Background: an optimization exercise with open tools, aiming at small area and a short achievable clock period. Do not read the settings as production practice. In this exercise RTL edits were held to simulation tests only and were not proved equivalent to the original. Power and IR drop assume default switching activity.

## flow/run.sh

```bash
#!/bin/bash
# Layout flow: the standard ORFS flow (standard.sh) with two changes.
#  1. Synthesis maps the logic with the ABC script flow/abc.script instead of
#     ORFS's own; it is otherwise the standard synthesis (synth_recipe.tcl),
#     so the registers keep their names and cell types.
#  2. Timing repair aims at the setup slack margin in flow/margin.txt (ns), so
#     that the critical paths are sized for a shorter period than the 48 ns
#     clock. Constraints (clock, I/O delays, loads) are the standard flow's, unchanged.
# Each tool's output goes to synth.log / layout.log here and ORFS's own logs
# under orfs/logs.
set -euo pipefail
W=$(pwd)
G=$W/flow_gen
mkdir -p "$G"
MARGIN=$(tr -d ' \n' < "$W/flow/margin.txt")

sed "s|log_cmd abc {\*}\$abc_args|log_cmd abc -script $W/flow/abc.script {*}[lrange \$abc_args 2 end]|" \
    "$FLOW_HOME/scripts/synth.tcl" > "$G/synth.tcl"
grep -q "abc -script $W/flow/abc.script" "$G/synth.tcl"
sed "s|source \$::env(SCRIPTS_DIR)/synth.tcl|source $G/synth.tcl|" synth_recipe.tcl > "$G/synth_recipe.tcl"
grep -q "source $G/synth.tcl" "$G/synth_recipe.tcl"

make -C "$FLOW_HOME" DESIGN_CONFIG="$W/config.mk" WORK_HOME="$W/orfs" CLKGATE_MAP_FILE= \
    SYNTH_SCRIPT="$G/synth_recipe.tcl" synth > "$W/synth.log" 2>&1

sed "s|\"\${@:-finish}\"|SETUP_SLACK_MARGIN=$MARGIN \"\${@:-finish}\"|" standard.sh > "$G/standard.sh"
grep -q "SETUP_SLACK_MARGIN=$MARGIN" "$G/standard.sh"
bash "$G/standard.sh" > "$W/layout.log" 2>&1
```

## flow/abc.script

```
&get -n
&st
&dch -f
&nf -R 1000
&put
```

## flow/margin.txt

```
24
```

## standard.sh

```bash
#!/bin/bash
# synth_recipe.tcl (not shown) runs the flow's synth.tcl, then flattens the netlist and writes it again
# the make line also repeats each setting of config.mk as NAME=value (left out here)
make -C /OpenROAD-flow-scripts/flow DESIGN_CONFIG=/design/flow/config.mk WORK_HOME=/design/flow/orfs CLKGATE_MAP_FILE= SYNTH_SCRIPT=/design/flow/synth_recipe.tcl "${@:-finish}"
```

## config.mk

```make
export PLATFORM = sky130hd
export DESIGN_NAME = arb_res
export DESIGN_NICKNAME = arb_res
export VERILOG_FILES = /design/flow/design.v
export SDC_FILE = /design/flow/constraint.sdc
export NUM_CORES = 8
export LEC_CHECK = 0
export CAP_MARGIN = 20
export CORE_MARGIN = 2
export CORE_UTILIZATION = 55
export SLEW_MARGIN = 20
export SYNTH_HIERARCHICAL = 1
```

## constraint.sdc

```tcl
create_clock -name core_clock -period 48.0 [get_ports {clk}]
set_input_delay 9.6000 -clock core_clock [delete_from_list [all_inputs] [get_ports {clk}]]
set_output_delay 9.6000 -clock core_clock [all_outputs]
set_load 0.01 [all_outputs]
```

## design.v

```verilog
module arb_res (
    input  wire        clk,
    input  wire        rst,
    input  wire        tick_i,
    input  wire        pause_i,
    input  wire        cmd_valid_i,
    input  wire        cmd_op_i,
    input  wire [5:0]  cmd_id_i,
    input  wire [15:0] cmd_lst_i,
    input  wire        cmd_nodl_i,
    input  wire        cmd_lock_i,
    input  wire        unlock_i,
    output wire        gnt_valid_o,
    output wire [5:0]  gnt_id_o,
    output wire        gnt_lock_o,
    output wire        gnt_miss_o,
    output wire [15:0] gnt_slack_o,
    output wire        locked_o,
    output wire        lock_over_o,
    output wire        lock_reject_o,
    output wire        rewrite_o,
    output wire [6:0]  sat_cnt_o,
    output wire [6:0]  shift_cnt_o,
    output wire [5:0]  ptr_o,
    output wire [15:0] now_o
);
    localparam N = 64;
    localparam W = 17;                    
    reg [N-1:0]  v_q;                     
    reg [N-1:0]  s_q;                     
    reg [N-1:0]  nb_q;                    
    reg [15:0]   kb_q [0:N-1];            
    reg [3:0]    lk_q;                    
    reg [15:0]   now_q;
    reg [5:0]    ptr_q;
    reg          lock_act_q;
    reg [5:0]    lock_beat_q;
    reg [6:0]    nv_q;                    
    reg [6:0]    sat_cnt_q;
    reg [6:0]    shift_cnt_q;
    wire cmd_new = cmd_valid_i & ~cmd_op_i;
    wire cmd_rw  = cmd_valid_i &  cmd_op_i;
    wire dt      = tick_i & ~pause_i;     
    wire [N-1:0] lob;                     
    genvar i;
    generate
        for (i = 0; i < N; i = i + 1) begin : g_lo
            assign lob[i] = (i >= ptr_q);
        end
    endgenerate
    wire [16*W-1:0] l1_z;  wire [15:0] l1_any, l1_zlo, l1_tie;  wire [63:0] l1_sel;  wire [31:0] l1_idx;
    wire [4*W-1:0]  l2_z;  wire [3:0]  l2_any, l2_zlo, l2_tie;  wire [15:0] l2_sel;  wire [7:0]  l2_idx;
    wire [W-1:0]    l3_z;  wire        l3_any, l3_zlo, l3_tie;  wire [3:0]  l3_sel;  wire [1:0]  l3_idx;
    generate
        for (i = 0; i < 16; i = i + 1) begin : g_l1
            wire [4*W-1:0] key;
            genvar j;
            for (j = 0; j < 4; j = j + 1) begin : g_k
                assign key[j*W +: W] = {nb_q[4*i+j], kb_q[4*i+j]};
            end
            arb_node #(.W(W), .KB(1)) u (.c0(v_q[4*i +: 4]), .key(key), .lo(lob[4*i +: 4]),
                .tie_in(4'b0000), .z(l1_z[W*i +: W]), .zlo(l1_zlo[i]), .any(l1_any[i]),
                .sel(l1_sel[4*i +: 4]), .idx(l1_idx[2*i +: 2]), .tie(l1_tie[i]));
        end
        for (i = 0; i < 4; i = i + 1) begin : g_l2
            arb_node #(.W(W), .KB(0)) u (.c0(l1_any[4*i +: 4]), .key(l1_z[4*W*i +: 4*W]),
                .lo(l1_zlo[4*i +: 4]), .tie_in(l1_tie[4*i +: 4]), .z(l2_z[W*i +: W]),
                .zlo(l2_zlo[i]), .any(l2_any[i]), .sel(l2_sel[4*i +: 4]),
                .idx(l2_idx[2*i +: 2]), .tie(l2_tie[i]));
        end
    endgenerate
    arb_node #(.W(W), .KB(1)) u_l3 (.c0(l2_any), .key(l2_z), .lo(l2_zlo), .tie_in(l2_tie),
        .z(l3_z), .zlo(l3_zlo), .any(l3_any), .sel(l3_sel), .idx(l3_idx), .tie(l3_tie));
    wire [N-1:0] sel;                     
    generate
        for (i = 0; i < N; i = i + 1) begin : g_sel
            assign sel[i] = l1_sel[i] & l2_sel[i/4] & l3_sel[i/16];
        end
    endgenerate
    wire [1:0]  id2  = l2_idx[2*l3_idx +: 2];
    wire [5:0]  ids  = {l3_idx, id2, l1_idx[2*{l3_idx, id2} +: 2]};
    wire [W-1:0] l3_min = l3_z;
    wire        los  = l3_zlo;
    wire        ties = l3_tie;
    integer k;
    wire        new_v  = cmd_new & ~v_q[cmd_id_i];
    wire [15:0] kc     = (cmd_lst_i - now_q) ^ 16'h8000;
    wire [W:0]  kn     = {1'b0, cmd_nodl_i, kc};
    wire [W:0]  ks     = {~l3_any, l3_min};
    wire        n_lt   = kn < ks;
    wire        n_eq   = kn == ks;
    wire        n_first = {cmd_id_i < ptr_q, cmd_id_i} < {los, ids};
    wire        new_w  = new_v & (n_lt | (n_eq & n_first));
    wire        tie    = new_v ? (n_eq | (~n_lt & ties)) : ties;
    wire lock_end = lock_act_q & (lock_beat_q == 6'd33);
    wire held     = lock_act_q & ~lock_end;
    wire free     = ~pause_i & ~held;
    wire        lk_ok  = cmd_id_i[5:2] == 4'b1011;
    wire [15:0] kw     = new_w ? kc : l3_min[15:0];
    wire        nw     = new_w ? cmd_nodl_i : l3_min[16];
    wire        lkw    = new_w ? (cmd_lock_i & lk_ok)
                               : ((ids[5:2] == 4'b1011) & lk_q[ids[1:0]]);
    assign gnt_valid_o = free & (new_v | l3_any);
    assign gnt_id_o    = new_w ? cmd_id_i : ids;
    assign gnt_lock_o  = lkw;
    assign gnt_slack_o = kw ^ 16'h8000;
    assign gnt_miss_o  = ~nw & ~kw[15];
    assign locked_o      = held;
    assign lock_over_o   = lock_end;
    assign ptr_o         = ptr_q;
    assign now_o         = now_q;
    assign lock_reject_o = new_v & cmd_lock_i & ~lk_ok;
    assign sat_cnt_o     = sat_cnt_q;
    assign shift_cnt_o   = shift_cnt_q;
    wire gs_any = gnt_valid_o & ~new_w;           
    wire gn     = gnt_valid_o &  new_w;           
    wire [N-1:0] hit;
    generate
        for (i = 0; i < N; i = i + 1) begin : g_hit
            assign hit[i] = (cmd_id_i == i);
        end
    endgenerate
    wire rw_v   = cmd_rw & v_q[cmd_id_i];
    assign rewrite_o = rw_v & ~(gs_any & |(sel & hit));
    wire [15:0] kc_t  = dt ? kc - 16'd1 : kc;
    wire        sat_c = tick_i & ~kc_t[15] & (~kc_t[14] | (kc_t[13:0] == 14'd0));
    wire [15:0] kc_st = sat_c ? 16'd0 : kc_t;
    wire [N-1:0] chk;                     
    wire new_st = new_v & ~gn;            
    generate
        for (i = 0; i < N; i = i + 1) begin : g_slot
            wire [15:0] kb_nx;
            wire        s_nx, v_nx;
            arb_slot u (.kb(kb_q[i]), .s(s_q[i]), .v(v_q[i]), .hit(hit[i]), .gs(gs_any & sel[i]),
                .new_st(new_st), .cmd_rw(cmd_rw), .dt(dt), .tick(tick_i), .kc_st(kc_st),
                .sat_c(sat_c), .kb_nx(kb_nx), .s_nx(s_nx), .v_nx(v_nx), .chk(chk[i]));
            always @(posedge clk) begin
                kb_q[i] <= kb_nx;
                if (new_st & hit[i]) nb_q[i] <= ~cmd_nodl_i;
            end
            always @(posedge clk) begin
                if (rst) begin
                    v_q[i] <= 1'b0;
                    s_q[i] <= 1'b0;
                end else begin
                    v_q[i] <= v_nx;
                    s_q[i] <= s_nx;
                end
            end
        end
    endgenerate
    reg [6:0] chk_cnt;
    always @* begin
        chk_cnt = 7'd0;
        for (k = 0; k < N; k = k + 1)
            chk_cnt = chk_cnt + {6'd0, chk[k]};
    end
    wire chk_g   = gs_any & |(sel & chk);
    wire cmd_sat = sat_c & (new_st | (rw_v & ~s_q[cmd_id_i] & ~(gs_any & |(sel & hit))));
    wire [6:0] sat_cnt = chk_cnt - {6'd0, chk_g} + {6'd0, cmd_sat};
    wire [6:0] nv_nx = nv_q + {6'd0, new_st} - {6'd0, gs_any};
    always @(posedge clk) begin
        if (new_st & lk_ok)
            lk_q[cmd_id_i[1:0]] <= cmd_lock_i;
    end
    always @(posedge clk) begin
        if (rst) begin
            nv_q        <= 7'd0;
            sat_cnt_q   <= 7'd0;
            shift_cnt_q <= 7'd0;
            now_q       <= 16'd0;
            ptr_q       <= 6'd0;
            lock_act_q  <= 1'b0;
            lock_beat_q <= 6'd0;
        end else begin
            nv_q        <= nv_nx;
            sat_cnt_q   <= tick_i ? sat_cnt : 7'd0;
            shift_cnt_q <= (tick_i & pause_i) ? nv_nx : 7'd0;
            now_q       <= now_q + {15'd0, tick_i};
            if (gnt_valid_o & tie)
                ptr_q <= gnt_id_o + 6'd1;
            if (gnt_valid_o & gnt_lock_o) begin
                lock_act_q  <= 1'b1;
                lock_beat_q <= 6'd2;
            end else if (lock_act_q) begin
                if (lock_end | unlock_i)
                    lock_act_q <= 1'b0;
                else
                    lock_beat_q <= lock_beat_q + 6'd1;
            end
        end
    end
endmodule
module arb_slot (
    input  wire [15:0] kb,
    input  wire        s,
    input  wire        v,
    input  wire        hit,                 
    input  wire        gs,                  
    input  wire        new_st,              
    input  wire        cmd_rw,
    input  wire        dt,
    input  wire        tick,
    input  wire [15:0] kc_st,
    input  wire        sat_c,
    output wire [15:0] kb_nx,
    output wire        s_nx,
    output wire        v_nx,
    output wire        chk
);
    wire [15:0] k = ~kb;
    wire stn  = new_st & hit;
    wire rwh  = cmd_rw & hit & v & ~s;
    wire load = stn | (rwh & ~gs);
    wire [16:0] bw;                         
    assign bw[0] = dt;
    genvar j;
    generate
        for (j = 0; j < 16; j = j + 1) begin : g_bw
            assign bw[j+1] = bw[j] & kb[j];
        end
    endgenerate
    wire [15:0] kd = k ^ bw[15:0];
    wire lz   = (k[13:1] == 13'd0);
    wire r0   = ~k[15] & (~k[14] | (lz & ~k[0]));
    wire r1   = ~k[15] & (k[14] ? lz : ~(lz & ~k[0]));
    wire ck   = tick & (dt ? r1 : r0);
    wire zero = s | ck;
    wire keep = ~load & ~zero;
    assign v_nx  = (v & ~gs) | stn;
    assign chk   = v & ~s & ~rwh & ck;
    assign kb_nx = ~(({16{load}} & kc_st) | ({16{keep}} & kd));
    assign s_nx  = load ? sat_c : (v_nx & zero);
endmodule
module arb_node #(parameter W = 17, parameter KB = 0) (
    input  wire [3:0]     c0,
    input  wire [4*W-1:0] key,
    input  wire [3:0]     lo,
    input  wire [3:0]     tie_in,
    output wire [W-1:0]   z,
    output wire           zlo,
    output wire           any,
    output wire [3:0]     sel,
    output wire [1:0]     idx,
    output wire           tie
);
    wire [3:0] cs [0:W+1];
    assign cs[W+1] = c0;
    wire [4*(W+1)-1:0] kl;                
    wire [W:0] zo;
    genvar b;
    generate
        for (b = 0; b < 4; b = b + 1) begin : g_kl
            assign kl[b*(W+1) +: W+1] = {key[b*W +: W], lo[b]};
        end
        for (b = W; b >= 0; b = b - 1) begin : g_b
            wire [3:0] kb = {kl[3*(W+1)+b], kl[2*(W+1)+b], kl[(W+1)+b], kl[b]};
            if (KB) begin : g_n
                arb_estage_kb u (.c(cs[b+1]), .kb(kb), .m(zo[b]), .cn(cs[b]));
            end else begin : g_p
                arb_estage_k u (.c(cs[b+1]), .k(kb), .zb(zo[b]), .cn(cs[b]));
            end
        end
    endgenerate
    assign z   = zo[W:1];
    assign zlo = zo[0];
    wire [3:0] cl = cs[0];
    assign sel = {cl[3] & ~cl[2] & ~cl[1] & ~cl[0], cl[2] & ~cl[1] & ~cl[0], cl[1] & ~cl[0], cl[0]};
    assign idx = {sel[3] | sel[2], sel[3] | sel[1]};
    wire [3:0] ce = cs[1];                
    wire two = (ce[0] & ce[1]) | (ce[0] & ce[2]) | (ce[0] & ce[3]) |
               (ce[1] & ce[2]) | (ce[1] & ce[3]) | (ce[2] & ce[3]);
    assign tie = two | |(sel & tie_in);
    assign any = |c0;
endmodule
module arb_estage_k (
    input  wire [3:0] c,
    input  wire [3:0] k,
    output wire       zb,
    output wire [3:0] cn
);
    wire [3:0] y;
    genvar j;
    generate
        for (j = 0; j < 4; j = j + 1) begin : g_j
            arb_nand2b u_y (.a_n(k[j]), .b(c[j]), .y(y[j]));
            arb_a21boi u_c (.a1(k[j]), .a2(zb), .b1_n(c[j]), .y(cn[j]));
        end
    endgenerate
    arb_nand4 u_z (.a(y[0]), .b(y[1]), .c(y[2]), .d(y[3]), .y(zb));
endmodule
module arb_estage_kb (
    input  wire [3:0] c,
    input  wire [3:0] kb,
    output wire       m,
    output wire [3:0] cn
);
    wire [3:0] y;
    genvar j;
    generate
        for (j = 0; j < 4; j = j + 1) begin : g_j
            arb_nand2 u_y (.a(c[j]), .b(kb[j]), .y(y[j]));
            arb_o21a  u_c (.a1(kb[j]), .a2(m), .b1(c[j]), .x(cn[j]));
        end
    endgenerate
    arb_and4 u_m (.a(y[0]), .b(y[1]), .c(y[2]), .d(y[3]), .x(m));
endmodule
module arb_nand2b (input wire a_n, input wire b, output wire y);
    assign y = a_n | ~b;
endmodule
module arb_nand2 (input wire a, input wire b, output wire y);
    assign y = ~(a & b);
endmodule
module arb_nand4 (input wire a, input wire b, input wire c, input wire d, output wire y);
    assign y = ~(a & b & c & d);
endmodule
module arb_and4 (input wire a, input wire b, input wire c, input wire d, output wire x);
    assign x = a & b & c & d;
endmodule
module arb_a21boi (input wire a1, input wire a2, input wire b1_n, output wire y);
    assign y = ~((a1 & a2) | ~b1_n);
endmodule
module arb_o21a (input wire a1, input wire a2, input wire b1, output wire x);
    assign x = (a1 | a2) & b1;
endmodule
```

==> results by group <==
Global routing
  – Overall track demand over capacity in global routing: 41.9%
  – Wire length of the first global-routing pass: 514000 um
  – Number of global-route vias before repair: 82800
  – Antenna violations before repair: 25
  – Pin count of the biggest net entering global routing: 73
  – GR Overflow Total: 0

Min path
  – Worst hold path startpoint: lock_beat_q[5]
  – Number of cells on the worst hold path: 2
  – Worst min path class: register to register
  – Hold-critical path endpoint: lock_beat_q[5]

Die
  – Number of rows in the core area: 145
  – IO Count: 96
  – Die Span X: 400 um
  – Height of the chip: 400 um
  – Initial Utilization: 55.3%
  – Standard cell core area: 156000 sq um
  – Die area: 160000 sq um

Route
  – Average wire length per cell after detail routing: 25.8 um
  – Drt drc: 0
  – Wirelength, routed: 351000 um
  – Pre-antenna DRT Iters: 9
  – Remaining antenna violation count: 0
  – Vias after detailed routing: 88000
  – Vias per Instance: 6.46
  – Detailed Route Iter0 Violations: 9454

Pwr
  – Pwr dens: 47.4 nW/um^2
  – Worst vdd rail ir drop: 39.5 uV
  – Total Power Consumption: 4.73 mW
  – Leak pwr: 38.0 nW

Critical path
  – Critical path's top delay family: simple AND/OR/NAND/NOR gates
  – Critical Path Sink Type: output port
  – Maximum fanout along the worst path: 14
  – Data arrival, critical path: 17970 ps
  – Data required time of the worst path: 38400 ps
  – Flop2flop setup slack: 24280 ps
  – Worst setup path category: register to output port
  – Critical path's largest stage delay: 520 ps
  – Critical Path Source Type: register
  – Slowest cell on the critical path: sky130_fd_sc_hd__mux4_2
  – Buffers plus inverters on the worst setup path: 17
  – R2r startpoint: v_q[8]
  – Endpoint of the worst-slack reg-to-reg timing path: sat_cnt_q[4]
  – Number of cells traversed by the worst register-to-register path: 104
  – Cell repeated most along the worst path: sky130_fd_sc_hd__and4_4

Synthesis
  – Fraction of post-synthesis cell area in the top cell type by area: 27.8%
  – Post-Syn Instances: 10800
  – Most frequently used flop master after synthesis: sky130_fd_sc_hd__dfxtp_1
  – Number of enable flip-flop cells after synthesis: 68
  – Count of unique library cells instantiated by Yosys: 55
  – Share of synthesized area occupied by flip-flops and latches: 30.2%
  – Share of synthesized registers carrying an async set or reset: 0%
  – Post-synthesis cell area: 86500 sq um
  – Most frequently used cell type in the post-synthesis netlist: sky130_fd_sc_hd__nand2_1
  – Synth Register Bits: 1270
  – Warnings, synthesis: 11
  – Dominant cells by area after synthesis: sky130_fd_sc_hd__dfxtp_1 28%, sky130_fd_sc_hd__ha_1 15%, sky130_fd_sc_hd__o21a_1 11%
  – Ranking of synthesized cells by instance count: 1533 x sky130_fd_sc_hd__nand2_1, 1340 x sky130_fd_sc_hd__nor2_1, 1226 x sky130_fd_sc_hd__o21a_1
  – Biggest area consumer among synthesized cells: sky130_fd_sc_hd__dfxtp_1
  – Syn Area/Cell: 8.03 sq um

CTS
  – Hold buffer count at CTS: 0
  – Post-CTS clock slew at the launch and capture registers of the worst setup and hold paths: 60 ps
  – Max H-tree Level: 4
  – Buffer depth of the longest clock path: 3
  – Root cell of the clock tree: sky130_fd_sc_hd__clkbuf_16
  – Source-to-sink clock delay at the later pin of the worst-skew pair: 810 ps
  – Number of buffers inserted during clock tree synthesis: 144
  – CTS tree: done
  – Clock sinks: 1270

Layout
  – Final #Nets: 12600
  – Share of cells above drive strength 1: 9.36%
  – Multi-input gate area: 60800 sq um
  – Sequential Area: 26200 sq um
  – Synth-to-Final Area Change: 15.3%
  – Filler Cell Count: 13700
  – Post-layout instance area: 99700 sq um

Placement
  – Routability-driven placement congestion ratio: 1.10
  – Buffers added on ports: 95
  – Area after DPL: 91900 sq um
  – HPWL after DPL: 265000 um

Flow run
  – Number of max-cap violations: 0

STA
  – Worst-Margin Slew: 1400 ps
  – Number of hold-slack violations in the final timing report: 0
  – Final-report setup violation count: 0
  – Achievable frequency: 0.0363 GHz
  – Setup repair after global routing missed its margin: true
  – Worst max-slew margin expressed relative to the limit: 6.66%
  – WHS: 538 ps
  – Portion of the clock cycle consumed by the worst path in the final layout: 57.4%
  – Max-slew violation count: 0
  – Setup TNS after final layout: 0 ps
  – Worst clock skew: 32.2 ps
  – Fin crit period: 27570 ps

Outcome
  – Outcome: no timing/DRC/antenna violations
==> worst min-delay path: cells and delay by family, from the launching register on <==
| family | cells | cell delay [ps] |
|---|---|---|
| XOR/XNOR | 1 | 80 |
| flip-flops | 1 | 350 |
| AND/OR/NAND/NOR | 1 | 70 |
==> cells by family after synthesis <==
group	share of synthesized area, %
AO/OA/AOI/OAI	23.5
buffers and inverters	1.34
multiplexers	1.19
other	0.00869
XOR/XNOR	1.21
flip-flops	30.2
adder cells (fa/ha/maj)	16.4
AND/OR/NAND/NOR	26.2
==> worst max-delay path by stage <==
stage                           to  cells past startpoint     start
global route        gnt_slack_o[3]                     86    v_q[9]
finish                   rewrite_o                     92    v_q[8]
detailed placement       rewrite_o                     78   v_q[17]
global placement         rewrite_o                     78   v_q[28]
CTS                      rewrite_o                     88   v_q[18]
floorplan                rewrite_o                     77  nb_q[26]
==> Yosys stat by module, one instance, submodules excluded, a selection <==
module | flops+latches | cells | copies in the design | cell area [sq um]
arb_res | 1270 | 2718 | 1 | 35700
arb_slot | 0 | 69 | 64 | 442
arb_and4 | 0 | 1 | 306 | 8.76
arb_a21boi | 0 | 1 | 288 | 7.51
arb_o21a | 0 | 1 | 1224 | 7.51
arb_nand2b | 0 | 1 | 288 | 6.26
arb_nand4 | 0 | 1 | 72 | 6.26
arb_nand2 | 0 | 1 | 1224 | 3.75
==> cell usage in the layout, fill, tap and decap left out, types with 101 or more instances in the layout <==
cell	count
sky130_fd_sc_hd__clkinv_1	301
sky130_fd_sc_hd__and4_1	102
sky130_fd_sc_hd__dfxtp_1	1174
sky130_fd_sc_hd__and4_2	113
sky130_fd_sc_hd__clkbuf_16	148
sky130_fd_sc_hd__nand2b_1	294
sky130_fd_sc_hd__buf_4	339
sky130_fd_sc_hd__o21ai_0	296
sky130_fd_sc_hd__ha_1	1037
sky130_fd_sc_hd__nand4_1	303
sky130_fd_sc_hd__a21boi_0	160
sky130_fd_sc_hd__nand3_1	290
sky130_fd_sc_hd__nand2_1	1505
sky130_fd_sc_hd__nor3_1	135
sky130_fd_sc_hd__a21boi_1	101
sky130_fd_sc_hd__a21oi_1	1164
sky130_fd_sc_hd__nor2b_1	157
sky130_fd_sc_hd__o21a_1	1195
sky130_fd_sc_hd__nor2_1	1323
==> through the flow <==
| stage | util [%] | setup WS, ps | std cells |
|---|---|---|---|
| floorplan | - | 24000 | 10800 |
| global placement | 58.8 | 15790 | 13100 |
| detailed placement | 58.8 | 15430 | 13100 |
| CTS | 63.3 | 21210 | 13600 |
| global route | 63.8 | 20520 | 13600 |
| finish | 63.8 | 20430 | 13600 |
==> layout make-up <==
type / count / area share, %
Timing Repair Buffer: 472 / 4.09
Clock buffer: 216 / 4.38
Clock inverter: 40 / 0.531
Multi-Input combinational cell: 9255 / 61.0
Tap cell: 2058 / 2.58
Inverter: 309 / 1.19
Sequential cell: 1270 / 26.2
Antenna cell: 7 / 0.0176
==> report_power, final <==
| group | internal [mW] | switching [mW] | leakage, nW |
|---|---|---|---|
| logic | 0.654 | 0.984 | 25.1 |
| registers | 1.45 | 0.485 | 10.5 |
| clock network | 0.674 | 0.481 | 2.41 |
==> registers in the layout (all words and copies together), names as in the netlist, 6 cells and up <==
register,flops
now_q,16
s_q,64
nb_q,64
nv_q,7
sat_cnt_q,7
lock_beat_q,6
kb_q,1024
ptr_q,6
v_q,64
shift_cnt_q,7
==> routing by layer <==
metal	GRT usage, %	up-vias	part of all wire, %	wire length [um]
met3	9.16	1030	10	36500
li1	-	40600	-	-
met4	21.6	16	5.8	20300
met1	54.1	42000	40	141000
met2	65.7	4324	44	153000
met5	0	-	0.031	109
==> what timing repair did <==
| action | CTS | global route |
|---|---|---|
| setup endpoints to repair | 906 | 32 |
| pin swaps | 139 | 89 |
| gates resized for setup | 369 | 224 |
| setup buffers | 161 | 54 |
| gates cloned | 10 | 0 |
| endpoints found under the hold margin | 0 | 0 |

==> re-timing with driven ports <==
Ports are ideal in the flow. The routed layout listed here was re-timed in OpenROAD. Step 1 sets driving cells, clkbuf_16 on the clock port and buf_2 on the other inputs (assumed; they add their load-dependent delay and slew). Step 2 times the ports against the registers' clock, not the clock port: input delays grow and output delays shrink by t, the midpoint of the rising clock arrivals with the driver on. Three values: ideal, step 1, step 2; two values: the first two.
t (ns): 0.882
setup slack, ns: 20.427 / 20.344 / 21.226
latest minus earliest clock arrival (ns): 0.032 / 0.032
slew at the worst register clock pin (ns): 0.07 / 0.07
After both steps setup and hold are still met in this run. The setup slack of this run moves by -0.083 ns with the drivers and by +0.799 ns with both steps.
